This design comes from an exercise in tuning for small area, a short achievable clock period and few clock cycles per item on the open sky130 flow, not from production work.
Only simulation tests tie the RTL to the original design; equivalence was not proved.

`design/flow/config.mk`:
```
export PLATFORM = sky130hd
export DESIGN_NAME = crc_unit
export DESIGN_NICKNAME = crc_unit
export VERILOG_FILES = /design/flow/design.v
export SDC_FILE = /design/flow/constraint.sdc
export NUM_CORES = 4
export LEC_CHECK = 0
export CAP_MARGIN = 20
export CORE_MARGIN = 2
export CORE_UTILIZATION = 40
export SLEW_MARGIN = 20
```
`design/flow/run.sh`:
```
#!/bin/bash
# synth_recipe.tcl (not shown) runs the flow's synth.tcl, then flattens the netlist and writes it again
# the make line also repeats each setting of config.mk as NAME=value (left out here)
make -C /OpenROAD-flow-scripts/flow DESIGN_CONFIG=/design/flow/config.mk WORK_HOME=/design/flow/orfs CLKGATE_MAP_FILE= SYNTH_SCRIPT=/design/flow/synth_recipe.tcl finish
```
`design/flow/constraint.sdc`:
```
create_clock -name core_clock -period 8.0 [get_ports {clk}]
set_input_delay 1.6000 -clock core_clock [delete_from_list [all_inputs] [get_ports {clk}]]
set_output_delay 1.6000 -clock core_clock [all_outputs]
set_load 0.01 [all_outputs]
```
`design/flow/design.v`:
```
module crc_unit (
    input  wire        clk,
    input  wire        rst,
    input  wire        wr_valid,
    output wire        wr_ready,
    input  wire [3:0]  wr_addr,
    input  wire [31:0] wr_data,
    output wire        idle,
    output reg  [31:0] crc_state,
    output wire [31:0] crc_result,
    output reg  [31:0] count,
    output reg         match,
    output reg         mismatch,
    output reg         feed_err,
    output reg  [2:0]  err_code,
    output reg  [15:0] cnt_mismatch
);
    localparam [3:0] A_CTL = 4'd0, A_CTX_LO = 4'd1, A_CTX_HI = 4'd2, A_POLY = 4'd3,
                     A_STATE = 4'd4, A_EXPECT = 4'd5, A_FEED_B = 4'd6, A_FEED_H = 4'd7,
                     A_FEED_W = 4'd8, A_FLAGS = 4'd9;
    localparam [31:0] POLY_C  = 32'h82F6_3B78;   
    localparam [31:0] POLY_IE = 32'hEDB8_8320;   
    reg [31:0] ctx_lo, ctx_hi, poly_reg, expect_r;
    reg [31:0] poly;         
    reg [63:0] sh;           
    reg [3:0]  nleft;        
    reg        cnt_bytes;    
    reg        cmp_pend;     
    task do_compare(input [31:0] c);
        begin
            if (~c == expect_r) begin
                match    <= 1'b1;
                mismatch <= 1'b0;
            end else begin
                match    <= 1'b0;
                mismatch <= 1'b1;
                if (cnt_mismatch != 16'hFFFF) cnt_mismatch <= cnt_mismatch + 16'd1;
            end
        end
    endtask
    assign wr_ready   = (nleft == 4'd0);
    assign idle       = (nleft == 4'd0);
    assign crc_result = ~crc_state;
    function [31:0] absorb8(input [31:0] c_in, input [7:0] b, input [31:0] p);
        integer i;
        reg [31:0] c;
        begin
            c = c_in ^ {24'd0, b};
            for (i = 0; i < 8; i = i + 1)
                c = c[0] ? ((c >> 1) ^ p) : (c >> 1);
            absorb8 = c;
        end
    endfunction
    wire [31:0] crc_step = absorb8(crc_state, sh[7:0], poly);
    reg [2:0] ferr;
    always @(*) begin
        ferr = 3'd0;
        case (wr_addr)
            A_CTL:    if (wr_data[4] && wr_data[1:0] == 2'd3) ferr = 3'd3;
            A_FEED_B: if (wr_data[31:8] != 24'd0) ferr = 3'd1;
            A_FEED_H: if (wr_data[31:16] != 16'd0) ferr = 3'd1;
            default:  ferr = 3'd0;
        endcase
    end
    wire [31:0] sel_poly = (wr_data[1:0] == 2'd0) ? POLY_C :
                           (wr_data[1:0] == 2'd1) ? POLY_IE : poly_reg;
    always @(posedge clk) begin
        if (rst) begin
            ctx_lo       <= 32'd0;
            ctx_hi       <= 32'd0;
            poly_reg     <= POLY_C;
            expect_r     <= 32'd0;
            poly         <= POLY_C;
            sh           <= 64'd0;
            nleft        <= 4'd0;
            cnt_bytes    <= 1'b0;
            cmp_pend     <= 1'b0;
            crc_state    <= 32'hFFFF_FFFF;
            count        <= 32'd0;
            match        <= 1'b0;
            mismatch     <= 1'b0;
            feed_err     <= 1'b0;
            err_code     <= 3'd0;
            cnt_mismatch <= 16'd0;
        end else if (nleft != 4'd0) begin
            crc_state <= crc_step;
            sh        <= {8'd0, sh[63:8]};
            nleft     <= nleft - 4'd1;
            if (cnt_bytes) count <= count + 32'd1;
            if (nleft == 4'd1 && cmp_pend) begin
                cmp_pend <= 1'b0;
                do_compare(crc_step);
            end
        end else if (wr_valid) begin
            if (ferr != 3'd0 && !feed_err) begin
                feed_err <= 1'b1;
                err_code <= ferr;
            end
            case (wr_addr)
                A_CTL: begin
                    if (wr_data[4] && ferr == 3'd0) begin
                        poly      <= sel_poly;
                        crc_state <= 32'hFFFF_FFFF;
                        count     <= 32'd0;
                        match     <= 1'b0;
                        mismatch  <= 1'b0;
                        if (wr_data[3]) begin
                            sh        <= {ctx_hi, ctx_lo};
                            nleft     <= 4'd8;
                            cnt_bytes <= 1'b0;
                            cmp_pend  <= wr_data[5];
                        end else if (wr_data[5]) begin
                            do_compare(32'hFFFF_FFFF);
                        end
                    end else if (wr_data[5]) begin
                        do_compare(crc_state);
                    end
                end
                A_CTX_LO: ctx_lo   <= wr_data;
                A_CTX_HI: ctx_hi   <= wr_data;
                A_POLY:   poly_reg <= wr_data;
                A_STATE:  crc_state <= wr_data;
                A_EXPECT: expect_r <= wr_data;
                A_FEED_B: if (ferr == 3'd0) begin
                    sh <= {56'd0, wr_data[7:0]};  nleft <= 4'd1; cnt_bytes <= 1'b1;
                end
                A_FEED_H: if (ferr == 3'd0) begin
                    sh <= {48'd0, wr_data[15:0]}; nleft <= 4'd2; cnt_bytes <= 1'b1;
                end
                A_FEED_W: begin
                    sh <= {32'd0, wr_data};       nleft <= 4'd4; cnt_bytes <= 1'b1;
                end
                A_FLAGS: if (wr_data[3]) begin
                    feed_err <= 1'b0;
                    err_code <= 3'd0;
                end
                default: ;
            endcase
        end
    end
endmodule
```
==> impl_metrics.yaml <==
grt:
  met3_usage: 0.0551
  grt.overflow.total: 0
  met1_usage: 0.435
  met2_usage: 0.509
  grt_pass1_vias: 20400
  grt_max_degree: 176
  antenna_found_initial: 6
  grt.busiest_layer: "met2"
  grt_usage: 0.326
  grt_pass1_wl_mm: 134
cells_and_area:
  final_nets: 2916
  final_area_sq_um: 24200
  antenna_cells: 0
  final_cell_count_no_fill: 3579
  area_delta_synth_final_pct: 15.1
  drive_gt1_frac: 0.0683
min_path:
  hp-start: "err_code[2]"
  hold_path_class: "reg -> reg"
  whs_path_depth: 2
  hold_end: "err_code[2]"
floorplanning:
  initial_core_util: 0.406
  dieArea_sq_um: 54300
  fp.coreArea_sq_um: 51600
  pin_count: 159
  rows: 83
  die_w_um: 233
  die_h_um: 233
clock_tree:
  insertion_delay_ps: 540
  cts_setup_buffers: 0
  cts_hold_buf: 0
  htreeDepth: 2
  clockBufferDepth: 3
  root_buffer: "clkbuf_16"
  tritoncts: "built"
  numCtsBuffers: 35
  post_cts_resized: 0
  cts.sink_count: 316
  path_clk_slew_ps: 60
worst_setup_path:
  cpLargestDelayFamily: "compound AO/OA/AOI/OAI gates"
  crit_buf_inv: 2
  r2r_cells: 19
  r2r_start: "crc_state[0]"
  crit_required_ps: 8430
  start_kind: "flop"
  crit_path_max_fanout: 28
  cpPeakStageDelay_ps: 750
  crit_arrival_ps: 7670
  r2r-end: "cnt_mismatch[12]"
  critPathKind: "reg -> reg"
  critical_path.slowest_cell: "o211ai_4"
  endpoint_kind: "flop"
  reg2reg_setup_slack_ps: 760
  path_cells: "xor2_2 -> a21oi_4 -> o211ai_4 -> o21ai_1 -> a211oi_1 -> xnor3_2 -> and3_1 -> nor2_2 -> buf_4 -> mux2i_1 -> o211ai_1 -> xnor2_1 -> a32o_1 -> a2111oi_0 -> nand4_1 -> nor4_4 -> buf_4 -> nor4_1 -> a211oi_1"
detailed_routing:
  vias: 21900
  wl_mm: 90.1
  ant_nets: 0
  dr.pass1.iters: 7
  vias_per_cell: 6.13
  wire_per_inst_um: 25.2
  drt_iter0_drc: 2407
  drc_errors: 0
place:
  dp.cells: 3516
  gp_congestion: 0.979
  place_area_sq_um: 23000
  port_buffers: 158
  post-place-ws_ps: 965
  hpwl_mm: 63.0
sta:
  drv_slew: 0
  fin_ws_ps: 764
  fin_crit_sh: 0.904
  fin_tns_setup_ps: 0
  fin_skew_ps: 18.8
  max_slew_margin: 0.295
  timing.final.crit_period_ps: 7240
  hold_violations: 0
  rsz0062_at_grt: "false"
  worst_slew_pin_slew_ps: 1060
  finalSetupViolCount: 0
  max_freq_ghz: 0.138
synth:
  synth.distinct_cells: 105
  synth_seq_area_share: 0.302
  yosys_most_used_dff: "dfxtp_1"
  postSynthNetCount: 2906
  ys_ff_latch: 316
  synth_edf_count: 0
  ys.warnings.count: 1
  netlist_area_sq_um: 21000
  postSynthCellCount: 2863
  synth-async-reset-ratio: 0
  avgSynthCellArea_sq_um: 7.33
outcome:
  status: "finished clean"
flow_run:
  cap_viol_max_count: 0
[per-stage QoR]
| step | hold slack [ps] | utilization |
|---|---|---|
| floorplan | 429 | - |
| global placement | 419 | 0.445 |
| detailed placement | 424 | 0.445 |
| CTS | 433 | 0.468 |
| global route | 469 | 0.468 |
| finish | 433 | 0.468 |
[cell families after synthesis]
group / Yosys count / share of synthesized area
and+or+nand+nor: 1127 / 0.245
AOI/OAI and AO/OA: 794 / 0.246
buffers and inverters: 332 / 0.0634
DFF: 316 / 0.302
xor gates and xnor gates: 262 / 0.127
muxes: 28 / 0.0140
adders and majority gates: 4 / 0.00239
[synthesized netlist by cell type (all sizes together) (55+ instances only)]
master | instances | area (sq um)
o21ai | 196 | 996
buf | 56 | 293
xnor2 | 185 | 1650
a211oi | 74 | 561
a21oi | 253 | 1280
nor2 | 229 | 870
inv | 63 | 236
xor2 | 55 | 508
nand3 | 97 | 490
clkbuf | 210 | 790
dfxtp | 316 | 6330
nand2 | 543 | 2060
[cell usage in the layout, fill, tap and decap left out, types with 53 or more instances in the layout]
cell,n
a211oi_1,73
a21oi_1,250
buf_4,80
clkdlybuf4s50_1,157
dfxtp_1,315
inv_1,62
nand2_1,538
nand3_1,96
nor2_1,221
o21ai_0,181
xnor2_1,182
xor2_1,53
[area by class of cell]
class / count / area (sq um)
tap: 680 / 851
multi-input combinational: 2215 / 13400
inverter: 66 / 248
sequential: 316 / 6330
timing repair buffer: 239 / 2210
clock inverter: 7 / 104
fill: 5173 / 27500
clock buffer: 56 / 1050
[layer usage]
metal	vias up	wire (um)
li1	10100	-
met1	10500	37400
met2	1096	40100
met3	217	7790
met4	4	4730
met5	-	29
[how the worst max path moves through the flow]
stage                 start          endpoint  depth (start not counted)
2_1_floorplan  crc_state[0]  cnt_mismatch[15]                         20
3_3_place_gp        poly[2]   cnt_mismatch[4]                         18
3_5_place_dp   crc_state[0]  cnt_mismatch[12]                         18
4_1_cts        crc_state[0]  cnt_mismatch[12]                         18
5_1_grt        crc_state[0]   cnt_mismatch[9]                         19
6_report       crc_state[0]  cnt_mismatch[12]                         19
[worst reg2reg max path: cells and delay by family (launching register included)]
kind                      cells  cell delay, ps
muxes                         1             120
buffers and inverters         2             620
AOI/OAI and AO/OA             8            2800
xor gates and xnor gates      3            1400
DFF                           1             490
and+or+nand+nor               5            1690
Testbench counts, summed over its fixed seeds: cycles 98,797, bytes 64,883.

static timing again, ports no longer ideal:
The flow's constraints put no driver on any port. The routed layout listed below was extracted and timed again, unchanged, in two steps.
Step 1 (the two cells are an assumption about what drives the block):
set clk [get_ports {clk}]
set_driving_cell -lib_cell sky130_fd_sc_hd__clkbuf_16 $clk
set_driving_cell -lib_cell sky130_fd_sc_hd__buf_2 [delete_from_list [all_inputs] $clk]
Step 2 also shifts input and output timing later by t, the mid clock arrival at the registers, as if the neighbouring blocks saw the same clock.
a / b / c = ideal ports / drivers / drivers and shift; a / b = the first two.
t (ns): 0.593
slack for setup (ns): 0.764 / 0.764 / 0.764
worst data-port slew with drivers (ns): 0.08
After both steps this run still meets setup and hold. For this run, drivers alone change the setup slack by 0.000 ns; drivers and shift together by 0.000 ns.
